What follows belongs to an exercise in optimizing a design on an open flow for small area, a short achievable clock period and few clock cycles per item; a production flow would make more cautious choices. In this exercise RTL edits were held to simulation tests only and were not proved equivalent to the original.

==> inputs of branch willow <==
Design bfp_fft16, start of the top module:
module bfp_fft16 (
    input  wire        clk,
    input  wire        rst,         
    input  wire        in_valid,
    output wire        in_ready,
    input  wire [35:0] in_re,
    input  wire [35:0] in_im,
    input  wire        in_inv,      
    output wire        out_valid,
    input  wire        out_ready,
    output wire [35:0] out_re,
    output wire [35:0] out_im,
    output wire [4:0]  out_exp      
);
    reg  [72:0] f0, f1;
    reg  [1:0]  fcnt;
    reg         irdy;
    wire        b1_wallow;
    wire        push = in_valid & irdy;
    wire        pop  = (fcnt != 2'd0) & b1_wallow;
    wire [72:0] din  = {in_inv, in_re, in_im};
    wire [1:0]  fcnt_n = fcnt + {1'b0, push} - {1'b0, pop};
    assign in_ready = irdy;
    always @(posedge clk) begin
        if (rst) begin
            fcnt <= 2'd0;
            irdy <= 1'b1;
        end else begin
            fcnt <= fcnt_n;
            irdy <= (fcnt_n != 2'd2);
        end
        if (push && (fcnt == 2'd0 || (fcnt == 2'd1 && pop)))
            f0 <= din;
        else if (pop)
            f0 <= f1;
        if (push && ((fcnt == 2'd1 && !pop) || fcnt == 2'd2))
            f1 <= din;
    end
    wire        b1_ren, b1_readable, b1_inv;
    wire [71:0] b1_rd;
    wire [3:0]  b1_rstep;
    wire [1:0]  b1_s;
    wire [4:0]  b1_e;
    fft_buf1 u_b1 (.clk(clk), .rst(rst), .we(pop), .wd(f0[71:0]), .winv(f0[72]), .wexp(5'd0),
                   .wallow(b1_wallow), .ren(b1_ren), .rd(b1_rd), .readable(b1_readable),
                   .rstep(b1_rstep), .eff_inv(b1_inv), .rs(b1_s), .eff_e(b1_e));
    wire        s1_we, s1_inv, b2_wallow, b2_ren, b2_readable, b2_inv;
    wire [71:0] s1_wd, b2_rd;
    wire [4:0]  s1_exp, b2_e;
    wire [3:0]  b2_rstep;
    wire [1:0]  b2_s;
    fft_stage1 u_s1 (.clk(clk), .rst(rst), .ren(b1_ren), .rd(b1_rd), .readable(b1_readable),
                     .rstep(b1_rstep), .eff_inv(b1_inv), .rs(b1_s), .eff_e(b1_e),
                     .we(s1_we), .wd(s1_wd), .winv(s1_inv), .wexp(s1_exp), .wallow(b2_wallow));
    fft_buf2 u_b2 (.clk(clk), .rst(rst), .we(s1_we), .wd(s1_wd), .winv(s1_inv), .wexp(s1_exp),
                   .wallow(b2_wallow), .ren(b2_ren), .rd(b2_rd), .readable(b2_readable),
                   .rstep(b2_rstep), .eff_inv(b2_inv), .rs(b2_s), .eff_e(b2_e));
  ...
clock: 22.0 ns
lec_check: 0
cap_margin: 20
core_margin: 2
core_utilization: 30
place_density: 0.4
slew_margin: 20
run.sh (not shown) runs the stock make flow with config.mk's settings and CLKGATE_MAP_FILE= SYNTH_SCRIPT=/design/flow/synth_recipe.tcl, a recipe that flattens the netlist after the stock synthesis.
==> branch harbor: changes against branch willow <==
--- a/flow/design.v
+++ b/flow/design.v
@@ -1027,30 +1027,16 @@
     wire [54:0] dcs_1 = (u1e << 17) ^ (~u1e) ^ 55'd65537;
     wire [55:0] dcs_2_w = {(((u1e << 17) & (~u1e)) | ((u1e << 17) & 55'd65537) | ((~u1e) & 55'd65537)), 1'b0};
     wire [54:0] dcs_2 = dcs_2_w[54:0];
     assign csum = dcs_1;
     assign ccar = dcs_2;
     assign csgn = c_sn;
-    reg        v2, re2, sg2, inv2;
-    reg [4:0]  e2;
-    reg [55-1:0] c2s, c2c;
-    reg [71:0] ah;
-    always @(posedge clk) begin
-        if (rst) v2 <= 1'b0;
-        else if (en) v2 <= v1;
-        if (en) begin
-            c2s  <= csum;
-            c2c  <= ccar;
-            re2  <= isb1;
-            sg2  <= csgn;
-            inv2 <= inv1;
-            e2   <= e1;
-        end
-        if (en && v1 && !isb1) ah <= r1;
-    end
-    wire [55-1:0] pp = c2s + c2c;
+    wire        v2 = v1, re2 = isb1, sg2 = csgn, inv2 = inv1;
+    wire [4:0]  e2 = e1;
+    wire [71:0] ah = r1;
+    wire [55-1:0] pp = csum + ccar;
     wire        ptie = (pp[16:0] == 17'd0);
     wire [37:0] tq = pp[54:17];
     wire [37:0] tv = {tq[37:1], tq[0] & ~ptie};
     reg         v3, re3, sg3, inv3;
     reg [4:0]   e3;
     reg [37:0]  t3;
@@ -1111,35 +1097,34 @@
     end
     wire [1:0]  half = (ps == 2'd1) ? 2'd1 : (ps == 2'd2) ? 2'd2 : 2'd0;
     wire [1:0]  cr = half + {1'b0, mr};
     wire [1:0]  ci = half + {1'b0, mi};
     wire [39:0] zr = {{4{pa[71]}}, pa[71:36]} + ({{2{ptr[37]}}, ptr} ^ {40{mr}}) + {38'd0, cr};
     wire [39:0] zi = {{4{pa[35]}}, pa[35:0]}  + ({{2{pti[37]}}, pti} ^ {40{mi}}) + {38'd0, ci};
-    reg  [39:0] zre, zim;
+    function [35:0] rnd(input [39:0] z, input [1:0] s);
+        case (s)
+            2'd0: rnd = z[35:0];
+            2'd1: rnd = {z[36:2], z[1] & ~(z[0] == 1'b0)};
+            default: rnd = {z[37:3], z[2] & ~(z[1:0] == 2'b00)};
+        endcase
+    endfunction
+    reg  [71:0] xo;
     reg  [1:0]  zs;
     reg         zinv;
     reg  [4:0]  ze;
     always @(posedge clk) begin
         if (rst) vz <= 1'b0;
         else if (en) vz <= pv;
         if (en) begin
-            zre  <= zr;
-            zim  <= zi;
+            xo   <= {rnd(zr, ps), rnd(zi, ps)};
             zs   <= ps;
             zinv <= pinv;
             ze   <= pe;
         end
     end
-    function [35:0] rnd(input [39:0] z, input [1:0] s);
-        case (s)
-            2'd0: rnd = z[35:0];
-            2'd1: rnd = {z[36:2], z[1] & ~(z[0] == 1'b0)};
-            default: rnd = {z[37:3], z[2] & ~(z[1:0] == 2'b00)};
-        endcase
-    endfunction
-    assign wd   = {rnd(zre, zs), rnd(zim, zs)};
+    assign wd   = xo;
     assign we   = vz & wallow;
     assign winv = zinv;
     assign wexp = ze + {3'd0, zs};
 endmodule
 module fft_stage2 (
     input  wire        clk,
@@ -1216,30 +1201,16 @@
     wire [54:0] dcs_1 = (u1e << 17) ^ (~u1e) ^ 55'd65537;
     wire [55:0] dcs_2_w = {(((u1e << 17) & (~u1e)) | ((u1e << 17) & 55'd65537) | ((~u1e) & 55'd65537)), 1'b0};
     wire [54:0] dcs_2 = dcs_2_w[54:0];
     assign csum = dcs_1;
     assign ccar = dcs_2;
     assign csgn = c_sn;
-    reg        v2, re2, sg2, inv2;
-    reg [4:0]  e2;
-    reg [55-1:0] c2s, c2c;
-    reg [71:0] ah;
-    always @(posedge clk) begin
-        if (rst) v2 <= 1'b0;
-        else if (en) v2 <= v1;
-        if (en) begin
-            c2s  <= csum;
-            c2c  <= ccar;
-            re2  <= isb1;
-            sg2  <= csgn;
-            inv2 <= inv1;
-            e2   <= e1;
-        end
-        if (en && v1 && !isb1) ah <= r1;
-    end
-    wire [55-1:0] pp = c2s + c2c;
+    wire        v2 = v1, re2 = isb1, sg2 = csgn, inv2 = inv1;
+    wire [4:0]  e2 = e1;
+    wire [71:0] ah = r1;
+    wire [55-1:0] pp = csum + ccar;
     wire        ptie = (pp[16:0] == 17'd0);
     wire [37:0] tq = pp[54:17];
     wire [37:0] tv = {tq[37:1], tq[0] & ~ptie};
     reg         v3, re3, sg3, inv3;
     reg [4:0]   e3;
     reg [37:0]  t3;
@@ -1300,35 +1271,34 @@
     end
     wire [1:0]  half = (ps == 2'd1) ? 2'd1 : (ps == 2'd2) ? 2'd2 : 2'd0;
     wire [1:0]  cr = half + {1'b0, mr};
     wire [1:0]  ci = half + {1'b0, mi};
     wire [39:0] zr = {{4{pa[71]}}, pa[71:36]} + ({{2{ptr[37]}}, ptr} ^ {40{mr}}) + {38'd0, cr};
     wire [39:0] zi = {{4{pa[35]}}, pa[35:0]}  + ({{2{pti[37]}}, pti} ^ {40{mi}}) + {38'd0, ci};
-    reg  [39:0] zre, zim;
+    function [35:0] rnd(input [39:0] z, input [1:0] s);
+        case (s)
+            2'd0: rnd = z[35:0];
+            2'd1: rnd = {z[36:2], z[1] & ~(z[0] == 1'b0)};
+            default: rnd = {z[37:3], z[2] & ~(z[1:0] == 2'b00)};
+        endcase
+    endfunction
+    reg  [71:0] xo;
     reg  [1:0]  zs;
     reg         zinv;
     reg  [4:0]  ze;
     always @(posedge clk) begin
         if (rst) vz <= 1'b0;
         else if (en) vz <= pv;
         if (en) begin
-            zre  <= zr;
-            zim  <= zi;
+            xo   <= {rnd(zr, ps), rnd(zi, ps)};
             zs   <= ps;
             zinv <= pinv;
             ze   <= pe;
         end
     end
-    function [35:0] rnd(input [39:0] z, input [1:0] s);
-        case (s)
-            2'd0: rnd = z[35:0];
-            2'd1: rnd = {z[36:2], z[1] & ~(z[0] == 1'b0)};
-            default: rnd = {z[37:3], z[2] & ~(z[1:0] == 2'b00)};
-        endcase
-    endfunction
-    assign wd   = {rnd(zre, zs), rnd(zim, zs)};
+    assign wd   = xo;
     assign we   = vz & wallow;
     assign winv = zinv;
     assign wexp = ze + {3'd0, zs};
 endmodule
 module fft_stage3 (
     input  wire        clk,
@@ -1546,35 +1516,34 @@
     end
     wire [1:0]  half = (ps == 2'd1) ? 2'd1 : (ps == 2'd2) ? 2'd2 : 2'd0;
     wire [1:0]  cr = half + {1'b0, mr};
     wire [1:0]  ci = half + {1'b0, mi};
     wire [39:0] zr = {{4{pa[71]}}, pa[71:36]} + ({{2{ptr[37]}}, ptr} ^ {40{mr}}) + {38'd0, cr};
     wire [39:0] zi = {{4{pa[35]}}, pa[35:0]}  + ({{2{pti[37]}}, pti} ^ {40{mi}}) + {38'd0, ci};
-    reg  [39:0] zre, zim;
+    function [35:0] rnd(input [39:0] z, input [1:0] s);
+        case (s)
+            2'd0: rnd = z[35:0];
+            2'd1: rnd = {z[36:2], z[1] & ~(z[0] == 1'b0)};
+            default: rnd = {z[37:3], z[2] & ~(z[1:0] == 2'b00)};
+        endcase
+    endfunction
+    reg  [71:0] xo;
     reg  [1:0]  zs;
     reg         zinv;
     reg  [4:0]  ze;
     always @(posedge clk) begin
         if (rst) vz <= 1'b0;
         else if (en) vz <= pv;
         if (en) begin
-            zre  <= zr;
-            zim  <= zi;
+            xo   <= {rnd(zr, ps), rnd(zi, ps)};
             zs   <= ps;
             zinv <= pinv;
             ze   <= pe;
         end
     end
-    function [35:0] rnd(input [39:0] z, input [1:0] s);
-        case (s)
-            2'd0: rnd = z[35:0];
-            2'd1: rnd = {z[36:2], z[1] & ~(z[0] == 1'b0)};
-            default: rnd = {z[37:3], z[2] & ~(z[1:0] == 2'b00)};
-        endcase
-    endfunction
-    assign wd   = {rnd(zre, zs), rnd(zim, zs)};
+    assign wd   = xo;
     assign we   = vz & wallow;
     assign winv = zinv;
     assign wexp = ze + {3'd0, zs};
 endmodule
 module fft_stage4 (
     input  wire        clk,
@@ -1841,33 +1810,32 @@
     end
     wire [1:0]  half = (ps == 2'd1) ? 2'd1 : (ps == 2'd2) ? 2'd2 : 2'd0;
     wire [1:0]  cr = half + {1'b0, mr};
     wire [1:0]  ci = half + {1'b0, mi};
     wire [39:0] zr = {{4{pa[71]}}, pa[71:36]} + ({{2{ptr[37]}}, ptr} ^ {40{mr}}) + {38'd0, cr};
     wire [39:0] zi = {{4{pa[35]}}, pa[35:0]}  + ({{2{pti[37]}}, pti} ^ {40{mi}}) + {38'd0, ci};
-    reg  [39:0] zre, zim;
+    function [35:0] rnd(input [39:0] z, input [1:0] s);
+        case (s)
+            2'd0: rnd = z[35:0];
+            2'd1: rnd = {z[36:2], z[1] & ~(z[0] == 1'b0)};
+            default: rnd = {z[37:3], z[2] & ~(z[1:0] == 2'b00)};
+        endcase
+    endfunction
+    reg  [71:0] xo;
     reg  [1:0]  zs;
     reg         zinv;
     reg  [4:0]  ze;
     always @(posedge clk) begin
         if (rst) vz <= 1'b0;
         else if (en) vz <= pv;
         if (en) begin
-            zre  <= zr;
-            zim  <= zi;
+            xo   <= {rnd(zr, ps), rnd(zi, ps)};
             zs   <= ps;
             zinv <= pinv;
             ze   <= pe;
         end
     end
-    function [35:0] rnd(input [39:0] z, input [1:0] s);
-        case (s)
-            2'd0: rnd = z[35:0];
-            2'd1: rnd = {z[36:2], z[1] & ~(z[0] == 1'b0)};
-            default: rnd = {z[37:3], z[2] & ~(z[1:0] == 2'b00)};
-        endcase
-    endfunction
-    assign wd   = {rnd(zre, zs), rnd(zim, zs)};
+    assign wd   = xo;
     assign we   = vz & wallow;
     assign winv = zinv;
     assign wexp = ze + {3'd0, zs};
 endmodule
==> flow/config.mk (replaced) <==
export PLATFORM = sky130hd
export DESIGN_NAME = bfp_fft16
export DESIGN_NICKNAME = bfp_fft16
export VERILOG_FILES = /design/flow/design.v
export SDC_FILE = /design/flow/constraint.sdc
export NUM_CORES = 4
export LEC_CHECK = 0
export CAP_MARGIN = 40
export CORE_MARGIN = 2
export CORE_UTILIZATION = 40
export PLACE_DENSITY = 0.5
export SLEW_MARGIN = 60
==> notes <==
Of branch willow and branch harbor, branch harbor has the higher maximum frequency (gap about 9%, measured against branch harbor). Between branch harbor and branch willow, the lower cell count is in branch harbor (gap 12%, measured against branch willow). Against branch willow, the setup slack of branch harbor is higher by 0.68 ns. Global-route usage: branch willow is lower than branch harbor (5.2 points). In branch willow the clock skew is lower than in branch harbor, by 0.024 ns. Clock-buffer cell count: branch harbor is lower than branch willow (288).
Testbench counts of branch willow, summed over its fixed seeds: cycles 16,168, frames 960.
Testbench counts of branch harbor, summed over its fixed seeds: cycles 16,152, frames 960.

## what the ideal ports hide
In the flow no input, the clock included, has a driving cell. The finished layouts below were timed again as built, in two steps. Step 1: set_driving_cell puts a clkbuf_16 on clk and a buf_2 on each other input, an assumption about the parent block. Step 2 also shifts input and output timing later by t, the mid clock arrival at the registers, as if the neighbouring blocks saw the same clock. a / b / c = ideal ports / drivers / drivers and shift; a / b = the first two.
run	shift t [ns]	setup slack, ns	worst hold slack (ns)	worst data-port slew with drivers (ns)	cell pins on the clock port's net
branch willow	1.339	14.534 / 14.534 / 14.534	0.343 / 0.343 / 0.343	0.18	1
branch harbor	1.210	15.217 / 15.079 / 15.159	0.384 / 0.384 / 0.384	0.19	1
After both steps every run listed still meets setup and hold. The setup slack of branch harbor, which loses most, moves by -0.138 ns with the drivers and by -0.058 ns with both steps.
